Source: an optimization exercise on an open RTL-to-GDS flow (aim: small area, a short achievable clock period and few clock cycles per item). Production flows keep margins and buffers that such runs may drop.
RTL that was checked went through simulation tests only; none was proved equivalent to the original.

==> inputs of v33 <==
==> flow/design.v <==
module zd_digest (
    input  wire        clk,
    input  wire        rst,         
    input  wire        cfg_we,
    input  wire [1:0]  cfg_sel,     
    input  wire [63:0] cfg_data,
    input  wire        in_valid,
    output wire        in_ready,
    input  wire [23:0] in_data,
    input  wire        in_signed,   
    output wire        idle,
    output wire [60:0] acc,
    output wire [63:0] pos
);
    localparam [63:0] GOLD = 64'h9E37_79B9_7F4A_7C15;
    reg [63:0] seed_q;
    reg [63:0] pos_q;
    reg [63:0] z0, z1, z2;
    reg [23:0] x1, x2, x3;
    reg        s1, s2, s3;
    reg        xv1, xv2, xv3;
    reg [60:0] s_q, c_q;
    reg [60:0] acc_q;
    reg        rst_q;
    reg        reinit;
    reg        idle_q;
    wire wr_seed = cfg_we && cfg_sel == 2'd0;
    wire wr_pos  = cfg_we && cfg_sel == 2'd1;
    wire wr_acc  = cfg_we && cfg_sel == 2'd2;
    wire accept  = in_valid && !reinit && !cfg_we;
    wire [63:0] npos    = ~pos_q;
    wire [63:0] z0_init = seed_q + (pos_q << 0) + (pos_q << 2) + (pos_q << 4) + (npos << 10) + (pos_q << 15) + (pos_q << 17) + (pos_q << 19) + (pos_q << 22) + (npos << 24) + (npos << 31) + (pos_q << 33) + (npos << 35) + (npos << 38) + (pos_q << 41) + (npos << 43) + (npos << 47) + (npos << 51) + (pos_q << 54) + (npos << 57) + (pos_q << 61) + (pos_q << 63) + 64'ha0400202004a8015;
    wire [63:0] y0  = z0 ^ (z0 >> 30);
    wire [63:0] ny0 = ~z0 ^ (z0 >> 30);
    wire [63:0] y1  = z1 ^ (z1 >> 27);
    wire [63:0] ny1 = ~z1 ^ (z1 >> 27);
    always @(posedge clk) begin
        if (reinit)
            z0 <= z0_init;
        else if (accept)
            z0 <= z0 + GOLD;
        z1 <= (y0 << 0) + (ny0 << 3) + (ny0 << 6) + (ny0 << 9) + (y0 << 11) + (ny0 << 13) + (y0 << 16) + (y0 << 18) + (ny0 << 21) + (y0 << 24) + (ny0 << 26) + (y0 << 29) + (y0 << 32) + (ny0 << 34) + (ny0 << 36) + (ny0 << 39) + (y0 << 43) + (y0 << 46) + (ny0 << 51) + (ny0 << 53) + (ny0 << 55) + (ny0 << 62) + 64'h40a8009404202248;
        z2 <= (ny1 << 0) + (ny1 << 2) + (ny1 << 4) + (y1 << 9) + (y1 << 12) + (y1 << 16) + (ny1 << 20) + (y1 << 22) + (ny1 << 24) + (y1 << 26) + (y1 << 28) + (ny1 << 32) + (ny1 << 34) + (ny1 << 38) + (y1 << 41) + (y1 << 43) + (y1 << 46) + (y1 << 52) + (ny1 << 54) + (y1 << 56) + (y1 << 58) + (y1 << 60) + (y1 << 63) + 64'h0040004501100015;
    end
    wire [63:0] m    = z2 ^ (z2 >> 31);
    wire [61:0] f    = {1'b0, m[60:0]} + {59'd0, m[63:61]};
    wire [60:0] f2   = f[60:0] + {60'd0, f[61]};
    wire [60:0] coef_d = (f2 == 61'd0 || &f2) ? 61'd1 : f2;
    reg  [60:0] coef;
    always @(posedge clk) coef <= coef_d;
    wire [25:0] xb = {{2{s3 & x3[23]}}, x3};    
    wire [26:0] xe = {xb, 1'b0};
    function [60:0] rotl(input [60:0] v, input integer k);
        rotl = (k == 0) ? v : ((v << k) | (v >> (61 - k)));
    endfunction
    reg [60:0] pp [0:12];
    integer i;
    always @(*) begin
        for (i = 0; i < 13; i = i + 1) begin : booth
            reg b0, b1, b2, one, two;
            b0 = xe[2*i];
            b1 = xe[2*i+1];
            b2 = xe[2*i+2];
            one = xv3 & (b1 ^ b0);
            two = xv3 & ((b2 & ~b1 & ~b0) | (~b2 & b1 & b0));
            pp[i] = (({61{one}} & rotl(coef, 2*i)) | ({61{two}} & rotl(coef, 2*i+1)))
                    ^ {61{b2}};
        end
    end
    function [121:0] csa(input [60:0] a, input [60:0] b, input [60:0] c);
        reg [60:0] sm, cy;
        begin
            sm = a ^ b ^ c;
            cy = (a & b) | (a & c) | (b & c);
            csa = {cy[59:0], cy[60], sm};
        end
    endfunction
    wire [121:0] l1a = csa(s_q,   c_q,   pp[0]);
    wire [121:0] l1b = csa(pp[1], pp[2], pp[3]);
    wire [121:0] l1c = csa(pp[4], pp[5], pp[6]);
    wire [121:0] l1d = csa(pp[7], pp[8], pp[9]);
    wire [121:0] l1e = csa(pp[10], pp[11], pp[12]);
    wire [121:0] l2a = csa(l1a[60:0], l1a[121:61], l1b[60:0]);
    wire [121:0] l2b = csa(l1b[121:61], l1c[60:0], l1c[121:61]);
    wire [121:0] l2c = csa(l1d[60:0], l1d[121:61], l1e[60:0]);
    wire [121:0] l3a = csa(l2a[60:0], l2a[121:61], l2b[60:0]);
    wire [121:0] l3b = csa(l2b[121:61], l2c[60:0], l2c[121:61]);
    wire [121:0] l4a = csa(l3a[60:0], l3a[121:61], l3b[60:0]);
    wire [121:0] l5a = csa(l4a[60:0], l4a[121:61], l3b[121:61]);
    wire [121:0] l6a = csa(l5a[60:0], l5a[121:61], l1e[121:61]);
    wire [61:0] ru  = {1'b0, s_q} + {1'b0, c_q};
    wire [61:0] rt  = {1'b0, s_q} + {1'b0, c_q} + 62'd1;
    wire [60:0] res = rt[61] ? rt[60:0] : ru[60:0];
    always @(posedge clk) begin
        x1 <= in_data;
        s1 <= in_signed;
        x2 <= x1;
        s2 <= s1;
        x3 <= x2;
        s3 <= s2;
        acc_q <= res;
        rst_q <= rst;
        if (rst_q) begin
            seed_q <= 64'd0;
            s_q    <= 61'd0;
            c_q    <= 61'd0;
        end else begin
            if (wr_seed) seed_q <= cfg_data;
            if (wr_acc) begin
                s_q <= cfg_data[60:0];
                c_q <= 61'd0;
            end else begin
                s_q <= l6a[60:0];
                c_q <= l6a[121:61];
            end
        end
        if (rst_q)
            pos_q <= 64'd0;
        else if (wr_pos)
            pos_q <= cfg_data;
        else if (accept)
            pos_q <= pos_q + 64'd1;
        if (rst) begin
            xv1    <= 1'b0;
            xv2    <= 1'b0;
            xv3    <= 1'b0;
            reinit <= 1'b1;
            idle_q <= 1'b0;
        end else begin
            xv1    <= accept;
            xv2    <= xv1;
            xv3    <= xv2;
            reinit <= rst_q || wr_seed || wr_pos;
            idle_q <= !(rst_q || accept || xv1 || xv2 || xv3 || wr_acc);
        end
    end
    assign in_ready = !reinit;
    assign idle     = idle_q;
    assign acc      = acc_q;
    assign pos      = pos_q;
endmodule
==> flow/run.sh <==
#!/bin/bash
# synth_recipe.tcl (not shown) runs the flow's synth.tcl, then flattens the netlist and writes it again
# the make line also repeats each setting of config.mk as NAME=value (left out here)
make -C /OpenROAD-flow-scripts/flow DESIGN_CONFIG=/design/flow/config.mk WORK_HOME=/design/flow/orfs CLKGATE_MAP_FILE= SYNTH_SCRIPT=/design/flow/synth_recipe.tcl finish
==> flow/config.mk <==
export PLATFORM = sky130hd
export DESIGN_NAME = zd_digest
export DESIGN_NICKNAME = zd_digest
export VERILOG_FILES = /design/flow/design.v
export SDC_FILE = /design/flow/constraint.sdc
export NUM_CORES = 4
export LEC_CHECK = 0
export ABC_AREA = 1
export CAP_MARGIN = 20
export CORE_MARGIN = 2
export CORE_UTILIZATION = 60
export PLACE_DENSITY = 0.72
export SLEW_MARGIN = 20
==> flow/constraint.sdc <==
create_clock -name core_clock -period 50.0 [get_ports {clk}]
set_input_delay 10.0000 -clock core_clock [delete_from_list [all_inputs] [get_ports {clk}]]
set_output_delay 10.0000 -clock core_clock [all_outputs]
set_load 0.01 [all_outputs]
==> v20 (differences from v33) <==
--- a/flow/design.v
+++ b/flow/design.v
@@ -25,2 +25,3 @@
     reg        reinit;
+    reg        ready_q;
     reg        idle_q;
@@ -30,4 +31,2 @@
     wire accept  = in_valid && !reinit && !cfg_we;
-    wire [63:0] npos    = ~pos_q;
-    wire [63:0] z0_init = seed_q + (pos_q << 0) + (pos_q << 2) + (pos_q << 4) + (npos << 10) + (pos_q << 15) + (pos_q << 17) + (pos_q << 19) + (pos_q << 22) + (npos << 24) + (npos << 31) + (pos_q << 33) + (npos << 35) + (npos << 38) + (pos_q << 41) + (npos << 43) + (npos << 47) + (npos << 51) + (pos_q << 54) + (npos << 57) + (pos_q << 61) + (pos_q << 63) + 64'ha0400202004a8015;
     wire [63:0] y0  = z0 ^ (z0 >> 30);
@@ -36,5 +35,16 @@
     wire [63:0] ny1 = ~z1 ^ (z1 >> 27);
+    wire        sel = reinit;
+    wire [63:0] v   = sel ? pos_q : y1;
+    wire [63:0] nv  = sel ? ~pos_q : ny1;
+    wire [63:0] vx  = v ^ {64{sel}};
+    wire [63:0] vxn = ~vx;
+    wire [63:0] v_m  = v & ~{64{sel}};
+    wire [63:0] v_g  = v & {64{sel}};
+    wire [63:0] nv_m = nv & ~{64{sel}};
+    wire [63:0] nv_g = nv & {64{sel}};
+    wire [63:0] seed_g = seed_q & {64{sel}};
+    wire [63:0] prod = (vxn << 0) + (vxn << 2) + (vxn << 4) + (v_m << 9) + (nv_g << 10) + (v_m << 12) + (nv_g << 15) + (vx << 16) + (nv_g << 18) + (vxn << 20) + (v << 22) + (nv << 24) + (v_m << 26) + (v_m << 28) + (v_g << 31) + (vxn << 32) + (v_m << 34) + (nv << 35) + (nv << 38) + (v << 41) + (vx << 43) + (v_m << 46) + (nv_g << 47) + (v_g << 51) + (vx << 52) + (vxn << 54) + (nv_m << 56) + (nv << 57) + (nv_m << 59) + (v << 61) + (v << 63) + seed_g + 64'h0b40004901100015 + ({64{sel}} & 64'h950801b87f400000);
     always @(posedge clk) begin
         if (reinit)
-            z0 <= z0_init;
+            z0 <= prod;
         else if (accept)
@@ -42,3 +52,3 @@
         z1 <= (y0 << 0) + (ny0 << 3) + (ny0 << 6) + (ny0 << 9) + (y0 << 11) + (ny0 << 13) + (y0 << 16) + (y0 << 18) + (ny0 << 21) + (y0 << 24) + (ny0 << 26) + (y0 << 29) + (y0 << 32) + (ny0 << 34) + (ny0 << 36) + (ny0 << 39) + (y0 << 43) + (y0 << 46) + (ny0 << 51) + (ny0 << 53) + (ny0 << 55) + (ny0 << 62) + 64'h40a8009404202248;
-        z2 <= (ny1 << 0) + (ny1 << 2) + (ny1 << 4) + (y1 << 9) + (y1 << 12) + (y1 << 16) + (ny1 << 20) + (y1 << 22) + (ny1 << 24) + (y1 << 26) + (y1 << 28) + (ny1 << 32) + (ny1 << 34) + (ny1 << 38) + (y1 << 41) + (y1 << 43) + (y1 << 46) + (y1 << 52) + (ny1 << 54) + (y1 << 56) + (y1 << 58) + (y1 << 60) + (y1 << 63) + 64'h0040004501100015;
+        z2 <= prod;
     end
@@ -127,2 +137,3 @@
             reinit <= 1'b1;
+            ready_q <= 1'b0;
             idle_q <= 1'b0;
@@ -133,2 +144,3 @@
             reinit <= rst_q || wr_seed || wr_pos;
+            ready_q <= !(rst_q || wr_seed || wr_pos);
             idle_q <= !(rst_q || accept || xv1 || xv2 || xv3 || wr_acc);
@@ -136,3 +148,3 @@
     end
-    assign in_ready = !reinit;
+    assign in_ready = ready_q;
     assign idle     = idle_q;
==> flow/flow/run.sh (new file) <==
#!/bin/bash
# The standard layout (standard.sh), except that Yosys's synth runs with
# -noabc: its early "abc -fast" pass re-maps the full-adder trees of the RTL
# before extract_fa looks for them, which leaves many inverters between the
# adder cells. Register names and cell types are the same as the standard
# synthesis; the final ABC mapping is unchanged.
set -euo pipefail
bash standard.sh SYNTH_ARGS=-noabc finish > flow_standard.log 2>&1
==> flow/standard.sh (new file) <==
#!/bin/bash
# synth_recipe.tcl (not shown) runs the flow's synth.tcl, then flattens the netlist and writes it again
# the make line also repeats each setting of config.mk as NAME=value (left out here)
make -C /OpenROAD-flow-scripts/flow DESIGN_CONFIG=/design/flow/config.mk WORK_HOME=/design/flow/orfs CLKGATE_MAP_FILE= SYNTH_SCRIPT=/design/flow/synth_recipe.tcl "${@:-finish}"
--- a/flow/config.mk
+++ b/flow/config.mk
@@ -7,7 +7,7 @@
 export LEC_CHECK = 0
-export ABC_AREA = 1
+export ABC_AREA = 0
 export CAP_MARGIN = 20
 export CORE_MARGIN = 2
-export CORE_UTILIZATION = 60
-export PLACE_DENSITY = 0.72
+export CORE_UTILIZATION = 55
+export PLACE_DENSITY = 0.68
 export SLEW_MARGIN = 20
removed: flow/run.sh
==> comparison <==
Against v33, the first-iteration DRC count of v20 is smaller by 19%.
In v20 the area after synthesis is lower than in v33, by about 15%.
Non-clock buffer count: v33 is lower than v20 (57).
Against v33, the hold slack of v20 is higher by 1.8 ps.
In v33 the sequential cell count is lower than in v20, by 1.
Between v33 and v20, the lower sequential share of layout area is in v33 (gap 1.7 points).
Die area: v20 is lower than v33 (about 7%).
Between v33 and v20, the lower clock-buffer cell count is in v20 (gap 12).
Of v20 and v33, v20 has the higher maximum frequency (gap about 1.2%, measured against v33).
Testbench counts of v20, summed over its fixed seeds: cycles 14,953, items 14,281.
The RTL of v33 was laid out without a check of its function.

[what the ideal ports hide]
The results above use ideal ports. As a check the final layouts listed here were re-extracted and re-timed, cells and wires unchanged.
Step 1: set_driving_cell puts a clkbuf_16 on clk and a buf_2 on each other input, an assumption about the parent block.
Step 2 times the ports against the registers' clock, not the clock port: input delays grow and output delays shrink by t, the midpoint of the rising clock arrivals with the driver on.
Three values: ideal, step 1, step 2; two values: the first two.
| run | t, ns | setup slack, ns | worst data-port slew with drivers (ns) |
|---|---|---|---|
| v33 | 0.861 | 37.643 / 37.540 / 36.857 | 0.15 |
| v20 | 0.861 | 37.795 / 37.693 / 37.278 | 0.11 |
After both steps setup and hold are still met in every run listed. For v33, which loses most, drivers alone change the setup slack by -0.103 ns; drivers and shift together by -0.786 ns.
